Context: an optimization exercise on an open-source flow, tuned for small area, a short achievable clock period and few clock cycles per item. The choices shown serve that exercise and are no tape-out recipe. Function was checked by simulation only, so behaviour that the tests miss may differ from the original.

Setup of build 73:
==> flow/design.v (excerpt) <==
module yx_sha256 (
  input  wire         clk,
  input  wire         rst,       
  input  wire         start,
  input  wire         first,
  input  wire [511:0] block,     
  output wire         ready,
  output reg          done,
  output wire [255:0] digest     
);
Size: ~7700 cells after synthesis, about 1200 flip-flops, ~770 I/O pins, ~0.066 mm^2 of cells after synthesis.
export LEC_CHECK = 0
export CAP_MARGIN = 20
export CORE_MARGIN = 2
export CORE_UTILIZATION = 40
export CTS_BUF_LIST = sky130_fd_sc_hd__clkbuf_16
export CTS_CLUSTER_DIAMETER = 70
export CTS_CLUSTER_SIZE = 20
export SETUP_SLACK_MARGIN = 3.7
export SLEW_MARGIN = 20
create_clock -name core_clock -period 8.0 [get_ports {clk}]
standard.sh (not shown) runs the stock make flow with config.mk's settings and CLKGATE_MAP_FILE= SYNTH_SCRIPT=/design/flow/synth_recipe.tcl, a recipe that flattens the netlist after the stock synthesis.
==> flow/flow/run.sh <==
#!/bin/bash
set -euo pipefail
export BUFFER_PORTS_ARGS="-buffer_cell sky130_fd_sc_hd__buf_1"
bash standard.sh > standard_flow.log 2>&1
Testbench counts of build 73, summed over its fixed seeds: cycles 50,528, blocks 789.
What build 81 does differently from build 73 at the input level:
Settings: CORE_UTILIZATION changed from 40 to 55.
## What came out
- Build 73 vs build 81, worst-path cell with the longest stage delay: sky130_fd_sc_hd__fa_1 vs sky130_fd_sc_hd__dfxtp_4
- Between build 81 and build 73, total CTS buffers is higher for build 73, build 81 comes in under that.
- Hold slack across build 81 and build 73: no real change.
### build 81 -> build 58
Settings: SETUP_SLACK_MARGIN now 4.0, was 3.7.
==> results.txt <==
Diff build 81..build 58 | average footprint of a synthesized cell | unchanged. Routed wire length: build 58 vs build 81 up 11000 um. Any difference in number of placed instances with taps included between build 81 and build 58 is small enough to ignore. The placed wire-length estimate of build 58 was inferior to that of build 81.
The inputs of build 33 differ from those of build 58 as listed below.
Settings: a change of SETUP_SLACK_MARGIN from 4.0 to 3.4.
### Flow results
Looking at timing startpoint of the critical path, the ei_h result is from build 58; the ei one comes from build 33. Total count of hold-check failures in the final report of build 58 is on par with build 33. Re total overflow reported by the global router: no difference whatsoever between build 33 and build 58. Build 33 vs. build 58: global-route wire length before repair decreased by 15000 um relative to the old numbers, share of post-route cells with drive strength above 1 decreased by 5.4 points relative to the old numbers, antenna violation net count after detailed routing closely matched the old numbers.

---

v10:
The RTL this note starts from:
==> flow/design.v <==
module yx_sha256 (
  input  wire         clk,
  input  wire         rst,       
  input  wire         start,
  input  wire         first,
  input  wire [511:0] block,     
  output wire         ready,
  output reg          done,
  output wire [255:0] digest     
);
  localparam [31:0] IV0 = 32'h6a09e667, IV1 = 32'hbb67ae85,
                    IV2 = 32'h3c6ef372, IV3 = 32'ha54ff53a,
                    IV4 = 32'h510e527f, IV5 = 32'h9b05688c,
                    IV6 = 32'h1f83d9ab, IV7 = 32'h5be0cd19;
  function [31:0] rotr(input [31:0] x, input integer n);
    rotr = (x >> n) | (x << (32 - n));
  endfunction
  function [31:0] csa_s(input [31:0] x, input [31:0] y, input [31:0] z);
    csa_s = x ^ y ^ z;
  endfunction
  function [31:0] csa_c(input [31:0] x, input [31:0] y, input [31:0] z);
    csa_c = ((x & y) | (x & z) | (y & z)) << 1;
  endfunction
  function [31:0] ks_add(input [31:0] x, input [31:0] y);
    reg [31:0] gg, pp, gn, pn;
    integer i, k;
    begin
      gg = x & y;
      pp = x ^ y;
      for (k = 1; k < 32; k = k * 2) begin
        for (i = 0; i < 32; i = i + 1) begin
          if (i >= k) begin
            gn[i] = gg[i] | (pp[i] & gg[i-k]);
            pn[i] = pp[i] & pp[i-k];
          end else begin
            gn[i] = gg[i];
            pn[i] = pp[i];
          end
        end
        gg = gn;
        pp = pn;
      end
      ks_add = x ^ y ^ {gg[30:0], 1'b0};
    end
  endfunction
  localparam [2047:0] K_ALL = {
    32'h428a2f98, 32'h71374491, 32'hb5c0fbcf, 32'he9b5dba5,
    32'h3956c25b, 32'h59f111f1, 32'h923f82a4, 32'hab1c5ed5,
    32'hd807aa98, 32'h12835b01, 32'h243185be, 32'h550c7dc3,
    32'h72be5d74, 32'h80deb1fe, 32'h9bdc06a7, 32'hc19bf174,
    32'he49b69c1, 32'hefbe4786, 32'h0fc19dc6, 32'h240ca1cc,
    32'h2de92c6f, 32'h4a7484aa, 32'h5cb0a9dc, 32'h76f988da,
    32'h983e5152, 32'ha831c66d, 32'hb00327c8, 32'hbf597fc7,
    32'hc6e00bf3, 32'hd5a79147, 32'h06ca6351, 32'h14292967,
    32'h27b70a85, 32'h2e1b2138, 32'h4d2c6dfc, 32'h53380d13,
    32'h650a7354, 32'h766a0abb, 32'h81c2c92e, 32'h92722c85,
    32'ha2bfe8a1, 32'ha81a664b, 32'hc24b8b70, 32'hc76c51a3,
    32'hd192e819, 32'hd6990624, 32'hf40e3585, 32'h106aa070,
    32'h19a4c116, 32'h1e376c08, 32'h2748774c, 32'h34b0bcb5,
    32'h391c0cb3, 32'h4ed8aa4a, 32'h5b9cca4f, 32'h682e6ff3,
    32'h748f82ee, 32'h78a5636f, 32'h84c87814, 32'h8cc70208,
    32'h90befffa, 32'ha4506ceb, 32'hbef9a3f7, 32'hc67178f2
  };
  reg         ebusy;                       
  reg         ei, ei_iv, ei_h;             
  reg         er61, er62, er63;            
  reg  [5:0]  kidx;                        
  reg  [31:0] e, f, g;                     
  reg  [31:0] p, q;                        
  reg  [31:0] kq;                          
  reg  [31:0] kw;                          
  reg  [31:0] t1;                          
  reg  [31:0] w [0:14];                    
  reg  [31:0] w15s, w15c;                  
  reg         pi, pi_iv, pi_h;             
  reg         pa_iv, pa_h;                 
  reg         ai, ai_iv, ai_h;             
  reg         al61, al62, al63;            
  reg  [31:0] a, b, c;                     
  reg         fst;                         
  reg  [31:0] h0, h1, h2, h3, h4, h5, h6, h7;
  wire idle = ~ebusy & ~ei;
  assign ready  = idle | er62;
  assign digest = {h0, h1, h2, h3, h4, h5, h6, h7};
  wire accept = start & ready;
  wire [31:0] big_s1 = rotr(e, 6) ^ rotr(e, 11) ^ rotr(e, 25);
  wire [31:0] ch     = (e & f) ^ (~e & g);
  wire [31:0] e_s1 = csa_s(p, ch, big_s1),   e_c1 = csa_c(p, ch, big_s1);
  wire [31:0] t_s1 = csa_s(q, ch, big_s1),   t_c1 = csa_c(q, ch, big_s1);
  wire [31:0] e_rnd = ks_add(e_s1, e_c1);     
  wire [31:0] t_rnd = ks_add(t_s1, t_c1);     
  wire [31:0] big_s0 = rotr(a, 2) ^ rotr(a, 13) ^ rotr(a, 22);
  wire [31:0] maj    = (a & b) ^ (a & c) ^ (b & c);
  wire [31:0] a_s1 = csa_s(t1, maj, big_s0), a_c1 = csa_c(t1, maj, big_s0);
  wire [31:0] a_rnd = ks_add(a_s1, a_c1);     
  wire [31:0] sel_a = fst ? (al61 ? IV3 : al62 ? IV2 : IV1) : (al61 ? h3 : al62 ? h2 : h1);
  wire [31:0] sel_e = fst ? (er61 ? IV7 : er62 ? IV6 : IV5) : (er61 ? h7 : er62 ? h6 : h5);
  wire [31:0] add_a = sel_a + a;
  wire [31:0] add_e = sel_e + e;
  wire [31:0] base0 = fst ? IV0 : h0;
  wire [31:0] base4 = fst ? IV4 : h4;
  wire [31:0] sml_s0 = rotr(w[1], 7) ^ rotr(w[1], 18) ^ (w[1] >> 3);
  wire [31:0] sml_s1 = rotr(w[14], 17) ^ rotr(w[14], 19) ^ (w[14] >> 10);
  wire [31:0] w_s1   = csa_s(w[0], w[9], sml_s0),  w_c1 = csa_c(w[0], w[9], sml_s0);
  wire [31:0] w_s2   = csa_s(w_s1, w_c1, sml_s1),   w_c2 = csa_c(w_s1, w_c1, sml_s1);
  wire [31:0] w15    = w15s + w15c;
  wire [31:0] op_d  = pi_iv ? IV3 : pi_h ? h3 : pa_iv ? IV2 : pa_h ? h2 : b;
  wire [31:0] op_h  = pi_iv ? IV7 : pi_h ? h7 : g;
  wire [31:0] op_kw = pi ? w[0] : kw;
  wire [31:0] op_q  = pi ? 32'h428a2f98 : er62 ? base0 : 32'd0;
  wire [31:0] op_p  = pi ? 32'h428a2f98 : er62 ? base4 : 32'd0;
  wire [31:0] q_s1  = csa_s(op_h, op_q, op_kw),  q_c1 = csa_c(op_h, op_q, op_kw);
  wire [31:0] p_s1  = csa_s(op_h, op_p, op_kw),  p_c1 = csa_c(op_h, op_p, op_kw);
  wire [31:0] p_s2  = csa_s(p_s1, p_c1, op_d),   p_c2 = csa_c(p_s1, p_c1, op_d);
  wire [31:0] q_nx  = ks_add(q_s1, q_c1);
  wire [31:0] p_nx  = ks_add(p_s2, p_c2);
  wire [5:0]  kidx_nx = accept ? 6'd1 : kidx + 6'd1;
  wire [31:0] kw_nx = kq + w[1];
  wire        rnd_e = ~ei | (er63 & ei_h);     
  wire        rnd_a = ~ai | (al63 & ai_h);     
  wire [31:0] e_alt = ei_iv ? IV4 : h4;
  wire [31:0] f_alt = ei_iv ? IV5 : er63 ? add_e : h5;
  wire [31:0] g_alt = ei_iv ? IV6 : h6;
  wire [31:0] a_alt = ai_iv ? IV0 : h0;
  wire [31:0] b_alt = ai_iv ? IV1 : al63 ? add_a : h1;
  wire [31:0] c_alt = ai_iv ? IV2 : h2;
  integer i;
  always @(posedge clk) begin
    if (rst) begin
      ebusy <= 1'b0;
      ei    <= 1'b0;
      ei_iv <= 1'b0;
      ei_h  <= 1'b0;
      er61  <= 1'b0;
      er62  <= 1'b0;
      er63  <= 1'b0;
      ai    <= 1'b0;
      pi    <= 1'b0;
      pi_iv <= 1'b0;
      pi_h  <= 1'b0;
      pa_iv <= 1'b0;
      pa_h  <= 1'b0;
      ai_iv <= 1'b0;
      ai_h  <= 1'b0;
      al61  <= 1'b0;
      al62  <= 1'b0;
      al63  <= 1'b0;
      done  <= 1'b0;
    end else begin
      ei    <= accept;
      ei_iv <= accept & first;
      ei_h  <= accept & ~first;
      er61  <= ebusy & (kidx == 6'd62);
      er62  <= er61;
      er63  <= er62;
      if (ei)
        ebusy <= 1'b1;
      else if (er63)
        ebusy <= 1'b0;
      ai    <= ei;
      pi_iv <= first & start & ready;
      pi_h  <= ~first & start & ready;
      pi    <= (first & start & ready) | (~first & start & ready);
      pa_iv <= pi_iv;
      pa_h  <= pi_h;
      ai_iv <= ei_iv;
      ai_h  <= ei_h;
      al61  <= er61;
      al62  <= al61;
      al63  <= al62;
      done  <= al63;
    end
  end
  always @(posedge clk) begin
    kidx <= kidx_nx;
    kq   <= K_ALL[2047 - 32*kidx_nx -: 32];
    if (ai) fst <= ai_iv;
    if (er61) h7 <= add_e;
    if (er62) h6 <= add_e;
    if (er63) begin h5 <= add_e; h4 <= e_rnd; end
    if (al61) h3 <= add_a;
    if (al62) h2 <= add_a;
    if (al63) begin h1 <= add_a; h0 <= a_rnd; end
    p  <= p_nx;
    q  <= q_nx;
    kw <= kw_nx;
    t1 <= t_rnd;
    e  <= rnd_e ? e_rnd : e_alt;
    a  <= rnd_a ? a_rnd : a_alt;
    if (ei) begin
      f <= f_alt; g <= g_alt;
    end else begin
      f <= e; g <= f;
    end
    if (ai) begin
      b <= b_alt; c <= c_alt;
    end else begin
      b <= a; c <= b;
    end
    if (ready) begin
      for (i = 0; i < 15; i = i + 1)
        w[i] <= block[511 - 32*i -: 32];
      w15s <= block[31:0];
      w15c <= 32'd0;
    end else begin
      for (i = 0; i < 14; i = i + 1)
        w[i] <= w[i + 1];
      w[14] <= w15;
      w15s  <= w_s2;
      w15c  <= w_c2;
    end
  end
endmodule
export LEC_CHECK = 0
export CAP_MARGIN = 20
export CORE_MARGIN = 2
export CORE_UTILIZATION = 55
export CTS_BUF_LIST = sky130_fd_sc_hd__clkbuf_16
export CTS_CLUSTER_DIAMETER = 70
export CTS_CLUSTER_SIZE = 20
export SETUP_SLACK_MARGIN = 3.8
export SLEW_MARGIN = 20
create_clock -name core_clock -period 8.0 [get_ports {clk}]
Scripts as last shown in full above: flow/flow/run.sh
v10: PASS, flow complete, no timing, DRC or antenna violations
Testbench counts of v10, summed over its fixed seeds: cycles 50,528, blocks 789.
The inputs of v2 differ from those of v10 as listed below.
Settings: swapping 70 for 75 in CTS_CLUSTER_DIAMETER; swapping 3.8 for 3.7 in SETUP_SLACK_MARGIN; swapping 20 for 24 in CTS_CLUSTER_SIZE; swapping 55 for 62 in CORE_UTILIZATION.
==> results.txt <==
v2: post-place setup slack lower than v10. A slowest cell on the critical path of sky130_fd_sc_hd__mux2i_1 is what v2 shows, while sky130_fd_sc_hd__fa_1 belongs to v10. [compare] base=v10 new=v2: slew of the pin with the lowest slew margin down 0.052 ns, total cell area at the placement stage shrank by 0.45%, via count rose 1632, number of tap instances moved down.
The following lists how v57 was set up differently from v2:
Settings: CTS_CLUSTER_SIZE: 24 -> 20; CORE_UTILIZATION: 62 -> 55; CTS_CLUSTER_DIAMETER: 75 -> 70.
==> results.txt <==
v57 ended up with a lower number of vias in the routed layout than v2 did. Per the comparison of v57 with v2, smallest setup slack after layout shows an increase of 0.048 ns, sequential share of layout area shows a reduction of 0.46 points, clock-buffer cell count rose by 15, chip width increased by about 6% relative to the old numbers. [diff] clock period minus worst slack, v57 relative to v2: improvement.

static timing again, ports no longer ideal:
The results above use ideal ports. As a check the final layouts listed here were re-extracted and re-timed, cells and wires unchanged.
Step 1, drivers: a clkbuf_16 drives clk and a buf_2 each remaining input, both assumed.
Step 2, shift: input delay + t, output delay - t, t = (earliest + latest rising clock arrival at the registers) / 2. This alone moves slack from input paths to output paths.
Slacks: no drivers / after step 1 / after step 2; pairs: no drivers / after step 1.
run | t (ns) | setup slack, ns | worst setup path at the end | worst register clock-pin slew, ns | pins driven straight from the clock port
build 73 | 0.838 | 3.395 / 3.395 / 3.147 | input to register | 0.09 / 0.09 | 1
build 81 | 0.776 | 3.598 / 3.598 / 3.222 | input to register | 0.09 / 0.09 | 1
build 58 | 0.811 | 3.562 / 3.562 / 3.411 | input to register | 0.10 / 0.10 | 1
build 33 | 0.804 | 3.414 / 3.414 / 2.848 | input to register | 0.09 / 0.09 | 1
v10 | 0.792 | 3.734 / 3.734 / 3.068 | input to register | 0.09 / 0.09 | 1
v2 | 0.785 | 3.639 / 3.639 / 3.183 | input to register | 0.11 / 0.11 | 1
v57 | 0.793 | 3.687 / 3.687 / 3.084 | input to register | 0.09 / 0.09 | 1
After both steps setup and hold are still met in every run listed. For v10, which loses most, drivers alone change the setup slack by 0.000 ns; drivers and shift together by -0.666 ns.
